Context: an optimization exercise on an open-source flow, tuned for small area, a short achievable clock period and few clock cycles per item. The choices shown serve that exercise and are no tape-out recipe. Only simulation tests tie the RTL to the original design; equivalence was not proved.

==> flow/design.v, too long to show whole: its modules and the start of the top module <==
// module grn_curve: 170 lines
// module grn_benc16s: 15 lines
// module grn_benc16sp: 15 lines
// module grn_benc16u: 17 lines
// module grn_mrow: 2403 lines
// module grn_mrowp: 2403 lines
// module grn_fac: 823 lines
// module grn_fa: 10 lines
// module grn_ha: 9 lines
// module grn_bsel: 10 lines
// module grn_bsel1: 8 lines
// module grn_bselp: 10 lines
// module grn_bselp1: 8 lines
// module grn_convert: 137 lines
module grn_convert (
    input  wire         clk,
    input  wire         rst_n,
    input  wire         in_valid,
    output wire         in_ready,
    input  wire [59:0]  in_e0,        
    input  wire [59:0]  in_e1,        
    input  wire [11:0]  in_f,         
    input  wire [143:0] in_m,         
    input  wire [47:0]  in_tf,        
    input  wire [47:0]  in_d,         
    input  wire         in_thermen,
    input  wire         in_derateen,
    output wire         out_valid,
    output wire [71:0]  out_l,        
    output wire [2:0]   out_clip      
);
  // ...
==> flow/flow/run.sh <==
#!/bin/bash
# Layout of grn_convert: the standard flow (standard.sh) with two changes.
# 1. One netlist edit between synthesis and floorplan. Synthesis maps each
#    Booth selector alone (SYNTH_HIERARCHICAL 1), and ABC's upsize step then
#    sizes its OR-AND-INVERT (or AND-OR-INVERT) gate to o22ai_2 (a22oi_2)
#    because it sits on that tiny module's only path. Each one drives a
#    single adder input, so it goes back to o22ai_1 (a22oi_1): same function
#    and pins. Registers are untouched.
#    The registers that drive the output ports (l_4, c_4, v[4], ready_r)
#    keep their cell type but get the stronger dfxtp_4, since the paths to
#    the outputs are the slowest.
# 2. Every port still gets its own buffer, but a plain buf_2 instead of the
#    delay cell buffer_ports picks by default.
# Logs: synth.log, resize.log, layout.log in this folder (ORFS's own logs
# are under orfs/logs).
set -euo pipefail
bash standard.sh synth > synth.log 2>&1
R=orfs/results/${FLOW_PLATFORM}/grn_convert/base
n=$(grep -c 'sky130_fd_sc_hd__o22ai_2 ' "$R/1_2_yosys.v" || true)
m=$(grep -c 'sky130_fd_sc_hd__a22oi_2 ' "$R/1_2_yosys.v" || true)
sed -i -e 's/sky130_fd_sc_hd__o22ai_2 /sky130_fd_sc_hd__o22ai_1 /' \
       -e 's/sky130_fd_sc_hd__a22oi_2 /sky130_fd_sc_hd__a22oi_1 /' "$R/1_2_yosys.v"
sed -i -E 's/sky130_fd_sc_hd__dfxtp_1 (\\l_4\[|\\c_4\[|\\v\[4\]|\\ready_r\$)/sky130_fd_sc_hd__dfxtp_4 \1/' "$R/1_2_yosys.v"
k=$(grep -c 'sky130_fd_sc_hd__dfxtp_4 ' "$R/1_2_yosys.v" || true)
echo "o22ai_2 resized to o22ai_1: $n, a22oi_2 resized to a22oi_1: $m, output registers resized to dfxtp_4: $k" > resize.log
export BUFFER_PORTS_ARGS="-buffer_cell sky130_fd_sc_hd__buf_2"
bash standard.sh > layout.log 2>&1
==> flow/standard.sh <==
#!/bin/bash
# synth_recipe.tcl (not shown) runs the flow's synth.tcl, then flattens the netlist and writes it again
# the make line also repeats each setting of config.mk as NAME=value (left out here)
make -C /OpenROAD-flow-scripts/flow DESIGN_CONFIG=/design/flow/config.mk WORK_HOME=/design/flow/orfs CLKGATE_MAP_FILE= SYNTH_SCRIPT=/design/flow/synth_recipe.tcl "${@:-finish}"
==> flow/config.mk <==
export PLATFORM = sky130hd
export DESIGN_NAME = grn_convert
export DESIGN_NICKNAME = grn_convert
export VERILOG_FILES = /design/flow/design.v
export SDC_FILE = /design/flow/constraint.sdc
export NUM_CORES = 4
export LEC_CHECK = 0
export ABC_CLOCK_PERIOD_IN_PS = 7000
export CAP_MARGIN = 20
export CORE_MARGIN = 2
export CORE_UTILIZATION = 45
export SLEW_MARGIN = 20
export SYNTH_HIERARCHICAL = 1
export SYNTH_MINIMUM_KEEP_SIZE = 0
==> flow/constraint.sdc <==
create_clock -name core_clock -period 33.0 [get_ports {clk}]
set_input_delay 6.6000 -clock core_clock [delete_from_list [all_inputs] [get_ports {clk}]]
set_output_delay 6.6000 -clock core_clock [all_outputs]
set_load 0.01 [all_outputs]
==> impl_metrics.ini, run 1 <==
[run_status]
run_status = complete, no violations

[worst_setup_path]
reg2reg_from = x_1[62]
path_cells = buf_2
critPathKind = reg2out

[cts]
cts_max_level = 4
cts_buffers = 153
clk_path_buf_depth = 4
cts_setup_buffers = 0
clk_pin_slew_ns = 0.06

[timing]
drv_slew = 0
fin_ws_ns = 25.02
relSlewSlack = 0.180
hold_ws_ns = 0.286

[layout]
finalInstanceArea_um2 = 184000
inverters = 792
fin_util = 0.494
final_cells = 22000
multi_input_cells = 13700
nClkBuffers = 195
drive_gt1_frac = 0.0981
nNonClkBuffers = 929
multi_input_area_share = 0.750
layout_common_cells = fa_1, xor2_1, o22ai_1, dfxtp_1, xnor2_1
final-clk-cell-share = 0.0283

[route]
drc = 0
drt_pass1_iterations = 9
wirelength_um = 623000
m1WireLength_um = 238000
ant_nets = 0

[grt]
antenna_found_initial = 24
groute.layer.met1.usage = 0.413
grt_pass1_vias = 142000

[run]
cap_violations = 0

[placed_design]
io_buffers = 453

[synth]
ys_warn_count = 8

[min_path]
hold_class = reg2reg

[floorplan]
boundaryPins = 454
die_w_um = 616
Testbench counts, summed over its fixed seeds: cycles 3,240, items 9,600.
==> run 2: changes to the inputs <==
--- a/flow/config.mk
+++ b/flow/config.mk
@@ -8,7 +8,8 @@
 export ABC_CLOCK_PERIOD_IN_PS = 7000
 export CAP_MARGIN = 20
 export CORE_MARGIN = 2
-export CORE_UTILIZATION = 45
+export CORE_UTILIZATION = 55
+export PLACE_DENSITY = 0.65
 export SLEW_MARGIN = 20
 export SYNTH_HIERARCHICAL = 1
 export SYNTH_MINIMUM_KEEP_SIZE = 0
==> run 2 against run 1 <==
Still clean. Utilization is 10 points higher. Via count is 0.37% higher. Cell count is 4.1% lower. Critical endpoint is now out_l[28]. Highest routed layer unchanged.
==> impl_metrics.ini, run 2 <==
[grt]
grt_pass1_vias = 142000
grt.overflow.total = 0
grt_max_degree = 49
antenna_found_initial = 17
grt_pass1_wl_um = 908000
grt_usage = 0.386

[timing]
rsz0062_at_grt = false
setup_violations = 0
post-route-period-util = 0.241
hold_ws_ns = 0.310
drv_slew = 0
final_hold_viol_count = 0
relSlewSlack = 0.180
timing.fmax_mhz = 126
fin_crit_ns = 7.95
final.setup.tns_ns = 0
tightest_slew_ns = 1.23
fin_skew_ns = 0.0676

[cts]
cts_hold_buffers = 0
cts.repair.resized = 0
cts_max_level = 4
clock-root-buffer = clkbuf_16
cts_tree = yes
cts_setup_buffers = 0
cts_buffers = 147
clk_pin_slew_ns = 0.07
clkSinkCount = 1269
insertion_delay_ns = 0.90
clk_path_buf_depth = 4

[floorplan]
die_w_um = 557
rows = 203
die_area_um2 = 311000
initial_core_util = 0.552
core_um2 = 305000
fp.dieH_um = 557
boundaryPins = 454

[layout]
layout_common_cells = fa_1, xor2_1, o22ai_1, dfxtp_1, xnor2_1
drive_gt1_frac = 0.0961
multi_input_area_um2 = 138000
nets = 20900
final_cells = 21100
reg_top3 = me_1 x216, m_0 x144, ys_2 x84
fin_util = 0.599
area_delta_synth_final_pct = 8.54
top_register = me_1
mostFrequentLayoutCell = fa_1
largest_reg_flops = 216
seq_area_um2 = 25800
fillers = 26500

[route]
wl_per_cell_um = 28.9
vias = 140000
drc = 0
ant_nets = 0
drtIter0Drc = 18700
drt_pass1_iterations = 10
wirelength_um = 608000
vias_per_cell = 6.63

[synth]
synth.avg_cell_area_um2 = 10.5
syn_area_um2 = 168000
ys_warn_count = 8
synth_fp_nets = 20200
syn_inst = 16100

[worst_setup_path]
cp_data_arrival_time_ns = 1.35
critPathKind = reg2out
path_cells = buf_2
cpMaxStageDelayCell = dfxtp_4
cpLargestDelayFamily = flip-flops
worstPathRequired_ns = 26.40
cpPeakStageDelay_ns = 0.33
cp.buffers_inverters = 1
crit_fanout = 1
critPathLaunchType = flip-flop
worst_setup_path_end_kind = output pin

[run_status]
run_status = complete, no violations

[placed_design]
place_congestion = 1.02
io_buffers = 453
dpl.cell_count = 20800
dp_hpwl_um = 427000

[run]
cap_violations = 0

[min_path]
hold_class = reg2reg
-- run 2: area by class of cell --
type | instances | share of cell area
clock buffer | 189 | 0.0224
inverter | 792 | 0.0163
clock inverter | 74 | 0.00551
multi-input combinational | 13700 | 0.755
sequential | 1269 | 0.141
timing repair buffer | 919 | 0.0316
antenna | 8 | 0.000109
tap | 4100 | 0.0281
-- run 2: per-layer routing --
layer	vias up	part of all wire	GRT usage
li1	58200	-	-
met4	24	0.062	0.194
met3	2479	0.14	0.149
met1	68300	0.38	0.502
met5	-	0.00046	0.00216
met2	10500	0.42	0.558
-- run 2: through the flow --
stage                     instance area (µm²)  setup slack [ns]
after floorplan                        168000             25.79
after global placement                 178000             25.27
after detailed placement               178000             25.29
after CTS                              183000             25.00
after global routing                   183000             24.95
final                                  183000             25.05
-- run 2: final timing paths --
kind | start | to | slack [ns] | cells past startpoint
max | l_4[28] | out_l[28] | 25.05 | 1
min | d_0[33] | d_1[33] | 0.31 | 0
max reg2reg | me_1[10] | ys_2[20] | 25.27 | 20
min reg2reg | d_0[33] | d_1[33] | 0.31 | 0
==> run 3: changes to the inputs <==
--- a/flow/config.mk
+++ b/flow/config.mk
@@ -9,6 +9,8 @@
 export CAP_MARGIN = 20
 export CORE_MARGIN = 2
 export CORE_UTILIZATION = 55
+export CTS_CLUSTER_DIAMETER = 60
+export CTS_CLUSTER_SIZE = 24
 export PLACE_DENSITY = 0.65
 export SLEW_MARGIN = 20
 export SYNTH_HIERARCHICAL = 1
==> run 3 against run 2 <==
Clock skew is 0.010 ns lower. Largest cell class unchanged. Via count is 0.13% lower. Worst setup slack worse by 0.059 ns. Hold slack better by 0.012 ns. Cell area is 0.23% lower. Non-clock buffer count is 1 lower. Synthesized cell count stayed put. Critical endpoint unchanged.
==> impl_metrics.ini, run 3 <==
[run_status]
run_status = complete, no violations

[route]
drc = 0
wl_per_cell_um = 28.8
m1WireLength_um = 230000
ant_nets = 0
wirelength_um = 606000
wl_met2_um = 253000
drt_pass1_iterations = 9
drtIter0Drc = 18800
wl_met3_um = 86500
vias_per_cell = 6.63
topRoutingLayerUsed = met5
vias = 139000

[cts]
cts_hold_buffers = 0
cts_max_level = 3
cts_buffers = 120
clock-root-buffer = clkbuf_16
clk_pin_slew_ns = 0.09
insertion_delay_ns = 0.93
clk_path_buf_depth = 4
cts_tree = yes
cts.repair.resized = 0
cts_setup_buffers = 0
clkSinkCount = 1269

[synth]
synth_fp_nets = 20200
syn_area_um2 = 168000
synth.avg_cell_area_um2 = 10.5
ys_warn_count = 8
syn_inst = 16100

[floorplan]
core_um2 = 305000
die_w_um = 557
initial_core_util = 0.552
boundaryPins = 454
rows = 203
fp.dieH_um = 557
die_area_um2 = 311000

[placed_design]
dp_hpwl_um = 427000
place_congestion = 1.02
io_buffers = 453
dpl.cell_count = 20800

[worst_setup_path]
path_cells = buf_2
reg2reg_from = me_1[12]
crit_fanout = 1
cp-startpoint = l_4[28]
critPathLaunchType = flip-flop
cpPeakStageDelay_ns = 0.35
cp_data_arrival_time_ns = 1.41
worst_setup_path_end_kind = output pin
cpLargestDelayFamily = flip-flops
cpMaxStageDelayCell = dfxtp_4
critPathKind = reg2out
cp.buffers_inverters = 1
worstPathRequired_ns = 26.40

[layout]
top_register = me_1
area_delta_synth_final_pct = 8.29
fillers = 26500
largest_reg_flops = 216
final_cells = 21000
reg_top3 = me_1 x216, m_0 x144, ys_2 x84
layout_common_cells = fa_1, xor2_1, o22ai_1, dfxtp_1, xnor2_1
drive_gt1_frac = 0.0947
mostFrequentLayoutCell = fa_1
nets = 20900

[grt]
antenna_found_initial = 29
grt_pass1_vias = 141000
grt_max_degree = 49
grt_pass1_wl_um = 905000
grt_usage = 0.385
grt.overflow.total = 0

[min_path]
holdCritStartpoint = d_0[42]
hold_class = reg2reg

[timing]
post-route-period-util = 0.243
relSlewSlack = 0.159
fin_crit_ns = 8.01
tightest_slew_ns = 1.26
drv_slew = 0
timing.fmax_mhz = 125
fin_skew_ns = 0.0574
final.setup.tns_ns = 0
rsz0062_at_grt = false
final_hold_viol_count = 0
setup_violations = 0

[run]
cap_violations = 0
==> run 3: layer usage <==
layer | global-route usage | up-vias
met5 | 0.00664 | -
met4 | 0.183 | 40
met3 | 0.147 | 2477
met2 | 0.558 | 10600
met1 | 0.503 | 68100
li1 | - | 58200
==> run 3: final cells by class <==
cell class                 instances  area [µm²]  area share
antenna                           17        42.5    0.000233
timing repair buffer             918        5760      0.0316
tap                             4100        5130      0.0281
sequential                      1269       25800       0.141
clock inverter                    95        1640     0.00899
clock buffer                     125        3030      0.0166
inverter                         792        2970      0.0163
multi-input combinational      13700      138000       0.757
==> run 3: path summary, 6_finish.rpt <==
kind                to  depth (start not counted)  slack (ns)
min reg2reg    d_1[42]                          0        0.32
min            d_1[42]                          0        0.32
max          out_l[28]                          1       24.99
max reg2reg   ys_2[20]                         20       25.26
==> run 3: per-stage QoR <==
step | setup slack [ns] | utilization | hold WS (ns) | instance area, µm²
floorplan | 25.79 | - | 0.310 | 168000
global placement | 25.27 | 0.582 | 0.310 | 178000
detailed placement | 25.29 | 0.582 | 0.312 | 178000
CTS | 24.91 | 0.597 | 0.325 | 182000
global route | 24.93 | 0.597 | 0.325 | 182000
finish | 24.99 | 0.598 | 0.322 | 182000
==> run 4: changes to the inputs <==
--- a/flow/config.mk
+++ b/flow/config.mk
@@ -8,10 +8,9 @@
 export ABC_CLOCK_PERIOD_IN_PS = 7000
 export CAP_MARGIN = 20
 export CORE_MARGIN = 2
-export CORE_UTILIZATION = 55
+export CORE_UTILIZATION = 45
 export CTS_CLUSTER_DIAMETER = 60
 export CTS_CLUSTER_SIZE = 24
-export PLACE_DENSITY = 0.65
 export SLEW_MARGIN = 20
 export SYNTH_HIERARCHICAL = 1
 export SYNTH_MINIMUM_KEEP_SIZE = 0
==> run 4 against run 3 <==
Worst setup slack gained 0.052 ns. Count of clock-buffer cells in the layout grew 22. Still clean on timing, DRC and antenna. Clock skew shrank 0.0051 ns. Critical path depth is the same. Sequential share of layout area shrank 0.12 points. Largest cell class unchanged. Sequential cell count is the same. Synthesized cell count is the same.
==> impl_metrics.ini, run 4 <==
[run_status]
run_status = complete, no violations

[timing]
relSlewSlack = 0.157
drv_slew = 0
post-route-period-util = 0.241
fin_skew_ns = 0.0523
final_hold_viol_count = 0
rsz0062_at_grt = false
timing.fmax_mhz = 126
tightest_slew_ns = 1.26
setup_violations = 0
fin_crit_ns = 7.96
final.setup.tns_ns = 0

[grt]
grt_pass1_wl_um = 924000
grt_usage = 0.320
antenna_found_initial = 23
grt_pass1_vias = 141000
grt_max_degree = 49
grt.overflow.total = 0

[cts]
clkSinkCount = 1269
cts_buffers = 139
insertion_delay_ns = 0.90
clk_pin_slew_ns = 0.09
clock-root-buffer = clkbuf_16
cts_hold_buffers = 0
clk_path_buf_depth = 4
cts_max_level = 4
cts_setup_buffers = 0
cts_tree = yes
cts.repair.resized = 0

[layout]
largest_reg_flops = 216
nets = 20900
fillers = 34300
seq_area_um2 = 25800
mostFrequentLayoutCell = fa_1
layout_common_cells = fa_1, xor2_1, o22ai_1, dfxtp_1, xnor2_1
drive_gt1_frac = 0.0977
multi_input_area_um2 = 138000
area_delta_synth_final_pct = 9.27
reg_top3 = me_1 x216, m_0 x144, ys_2 x84
top_register = me_1

[floorplan]
initial_core_util = 0.452
rows = 224
boundaryPins = 454
core_um2 = 372000
die_w_um = 616
fp.dieH_um = 616
die_area_um2 = 379000

[worst_setup_path]
reg2reg_from = x_1[62]
worstReg2RegEnd = ys_2[21]
cp_data_arrival_time_ns = 1.36
cpMaxStageDelayCell = dfxtp_4
cpLargestDelayFamily = flip-flops
critPathKind = reg2out
critPathLaunchType = flip-flop
cpPeakStageDelay_ns = 0.34
reg2regPathDepth = 20
worst_setup_path_end_kind = output pin
cp.buffers_inverters = 1
crit_fanout = 1
ff2ff_setup_slack_ns = 25.18
path_cells = buf_2
worstPathRequired_ns = 26.40

[placed_design]
place_congestion = 0.998
io_buffers = 453
dp_hpwl_um = 434000

[min_path]
min_to = d_1[17]
hold_class = reg2reg
whs_path_depth = 0
holdCritStartpoint = d_0[17]

[route]
wl_per_cell_um = 28.3
wirelength_um = 621000
drt_pass1_iterations = 12
drtIter0Drc = 17500
vias_per_cell = 6.32
drc = 0
ant_nets = 0
vias = 139000

[synth]
syn_inst = 16100
synth.avg_cell_area_um2 = 10.5
syn_area_um2 = 168000
ys_warn_count = 8
synth_fp_nets = 20200

[run]
cap_violations = 0
run 4: metrics by stage:
stage	worst slack (ns)	instances	cell area, µm²	utilization	hold WS [ns]
floorplan	25.79	16100	168000	-	0.310
global placement	25.42	21700	179000	0.480	0.310
detailed placement	25.41	21700	179000	0.480	0.312
CTS	24.97	21900	184000	0.494	0.316
global route	24.97	21900	184000	0.494	0.323
finish	25.04	21900	184000	0.494	0.313
run 4: cell type report:
type,instances,area share
Tap cell,4972,0.0338
Clock buffer,147,0.0193
Inverter,792,0.0162
Multi-Input combinational cell,13700,0.750
Sequential cell,1269,0.140
Antenna cell,23,0.000313
Clock inverter,102,0.00852
Timing Repair Buffer,929,0.0318
run 4: how the worst max path moves through the flow:
stage          depth (start not counted)         from   endpoint
4_1_cts                                1      l_4[56]  out_l[56]
2_1_floorplan                          3  in_derateen    d_0[25]
6_report                               1      l_4[24]  out_l[24]
5_1_grt                                1      l_4[26]  out_l[26]
3_3_place_gp                           2  in_derateen    d_0[32]
3_5_place_dp                          21     xn_1[38]   ys_2[77]
run 4: per-layer routing:
layer,routed length [µm],GRT usage
met2,260000,0.468
met3,84200,0.116
met5,243,0.00417
met1,237000,0.413
met4,39800,0.168
==> run 5: changes to the inputs <==
==> flow/run.sh (new file) <==
#!/bin/bash
# synth_recipe.tcl (not shown) runs the flow's synth.tcl, then flattens the netlist and writes it again
# the make line also repeats each setting of config.mk as NAME=value (left out here)
make -C /OpenROAD-flow-scripts/flow DESIGN_CONFIG=/design/flow/config.mk WORK_HOME=/design/flow/orfs CLKGATE_MAP_FILE= SYNTH_SCRIPT=/design/flow/synth_recipe.tcl finish
--- a/flow/config.mk
+++ b/flow/config.mk
@@ -9,8 +9,6 @@
 export CAP_MARGIN = 20
 export CORE_MARGIN = 2
 export CORE_UTILIZATION = 45
-export CTS_CLUSTER_DIAMETER = 60
-export CTS_CLUSTER_SIZE = 24
 export SLEW_MARGIN = 20
 export SYNTH_HIERARCHICAL = 1
 export SYNTH_MINIMUM_KEEP_SIZE = 0
removed: flow/flow/run.sh
removed: flow/standard.sh
==> run 5 against run 4 <==
Register-to-register slack lost 0.16 ns. Via count is 0.52% higher. Largest cell class unchanged. Sequential share of layout area down 1.5 points. Synthesized cell count unchanged. Still clean on timing, DRC and antenna. Hold slack better by 0.0043 ns. Critical path type unchanged. Sequential cell count stayed put. Highest routed layer unchanged.
==> impl_metrics.ini, run 5 <==
[cts]
clock-root-buffer = clkbuf_16
clk_path_buf_depth = 4
clk_pin_slew_ns = 0.06
insertion_delay_ns = 0.93
cts_hold_buffers = 0
cts_buffers = 160
cts_tree = yes
cts_max_level = 4
cts_setup_buffers = 0
cts.repair.resized = 0
clkSinkCount = 1269

[placed_design]
dp_hpwl_um = 475000
dpl.cell_count = 22300
io_buffers = 453
place_congestion = 0.989
dp_slack_ns = 25.04

[timing]
tightest_slew_ns = 1.31
post-route-period-util = 0.255
final.setup.tns_ns = 0
fin_crit_ns = 8.41
fin_ws_ns = 24.59
timing.fmax_mhz = 119
rsz0062_at_grt = false
fin_skew_ns = 0.0474
final_hold_viol_count = 0
setup_violations = 0
relSlewSlack = 0.123
drv_slew = 0

[grt]
antenna_found_initial = 29
grt_pass1_wl_um = 991000
grt_pass1_vias = 145000
grt_usage = 0.318
grt.overflow.total = 0
grt_max_degree = 49

[route]
wl_per_cell_um = 29.7
drtIter0Drc = 13900
drc = 0
drt_pass1_iterations = 7
ant_nets = 0
vias_per_cell = 6.16
vias = 139000
wirelength_um = 672000

[floorplan]
fp.dieH_um = 645
core_um2 = 409000
initial_core_util = 0.451
die_area_um2 = 416000
die_w_um = 645
rows = 235
boundaryPins = 454

[layout]
area_delta_synth_final_pct = 11.0
fillers = 37400
multi_input_area_um2 = 155000
largest_reg_flops = 216
seq_area_um2 = 25600
reg_top3 = me_1 x216, m_0 x144, ys_2 x84
mostFrequentLayoutCell = fa_1
top_register = me_1
drive_gt1_frac = 0.244
nets = 21000
final_cells = 22600
layout_common_cells = fa_1, xor2_1, o22ai_2, dfxtp_1, xnor2_1

[worst_setup_path]
worstPathRequired_ns = 26.40
critPathLaunchType = flip-flop
cpPeakStageDelay_ns = 0.56
path_cells = clkdlybuf4s50_1
cp.buffers_inverters = 1
cpLargestDelayFamily = buffers and inverters
cpMaxStageDelayCell = clkdlybuf4s50_1
cp_data_arrival_time_ns = 1.81
crit_fanout = 1
critPathKind = reg2out
worst_setup_path_end_kind = output pin

[synth]
ys_warn_count = 8
synth_fp_nets = 20200
syn_inst = 16100
syn_area_um2 = 185000
synth.avg_cell_area_um2 = 11.5

[run_status]
run_status = complete, no violations

[min_path]
hold_class = reg2reg

[run]
cap_violations = 0
-- run 5: routing by layer --
layer / routed length (µm) / vias to the layer above / share of wire / track usage
li1: - / 58500 / - / -
met1: 270000 / 71400 / 0.40 / 0.421
met5: 83 / - / 0.00012 / 0.000809
met3: 68500 / 1767 / 0.10 / 0.0812
met4: 42200 / 8 / 0.063 / 0.166
met2: 291000 / 7715 / 0.43 / 0.478
-- run 5: per-stage QoR --
step | utilization | area [µm²] | hold WS [ns]
after floorplan | - | 185000 | 0.310
after global placement | 0.487 | 199000 | 0.311
after detailed placement | 0.487 | 200000 | 0.312
after CTS | 0.501 | 205000 | 0.322
after global routing | 0.501 | 205000 | 0.321
final | 0.501 | 205000 | 0.317
-- run 5: worst paths after layout --
check / start / endpoint / slack, ns / depth (start not counted)
min reg2reg: d_1[4] / d_2[4] / 0.32 / 0
max: l_4[56] / out_l[56] / 24.59 / 1
max reg2reg: xn_1[20] / ys_2[54] / 25.02 / 21
min: d_1[4] / d_2[4] / 0.32 / 0
-- run 5: cell type report --
type	count	area share
antenna	34	0.000415
clock buffer	198	0.0210
clock inverter	88	0.00549
inverter	792	0.0145
multi-input combinational	13700	0.756
sequential	1269	0.125
tap	5451	0.0333
timing repair buffer	1069	0.0448

[afterwards: timing with drivers on the ports]
In the flow no input, the clock included, has a driving cell. The finished layouts below were timed again as built, in two steps. Step 1: set_driving_cell puts a clkbuf_16 on clk and a buf_2 on each other input, an assumption about the parent block. Step 2 moves the port delays by t, midway between the first and last clock arrival at a register: inputs arrive t later, outputs are due t later. That takes back most of the time a late clock gives input paths. Slacks: ideal ports / drivers / drivers and shift; pairs: ideal ports / drivers.
| run | t (ns) | setup WS [ns] | pins driven straight from the clock port |
|---|---|---|---|
| run 1 | 0.994 | 25.020 / 24.915 / 25.189 | 1 |
| run 2 | 0.980 | 25.050 / 24.939 / 25.266 | 1 |
| run 3 | 1.020 | 24.991 / 24.874 / 25.257 | 1 |
| run 4 | 0.999 | 25.043 / 24.923 / 25.183 | 1 |
| run 5 | 1.034 | 24.588 / 24.461 / 25.023 | 1 |
After both steps every run listed still meets setup and hold.
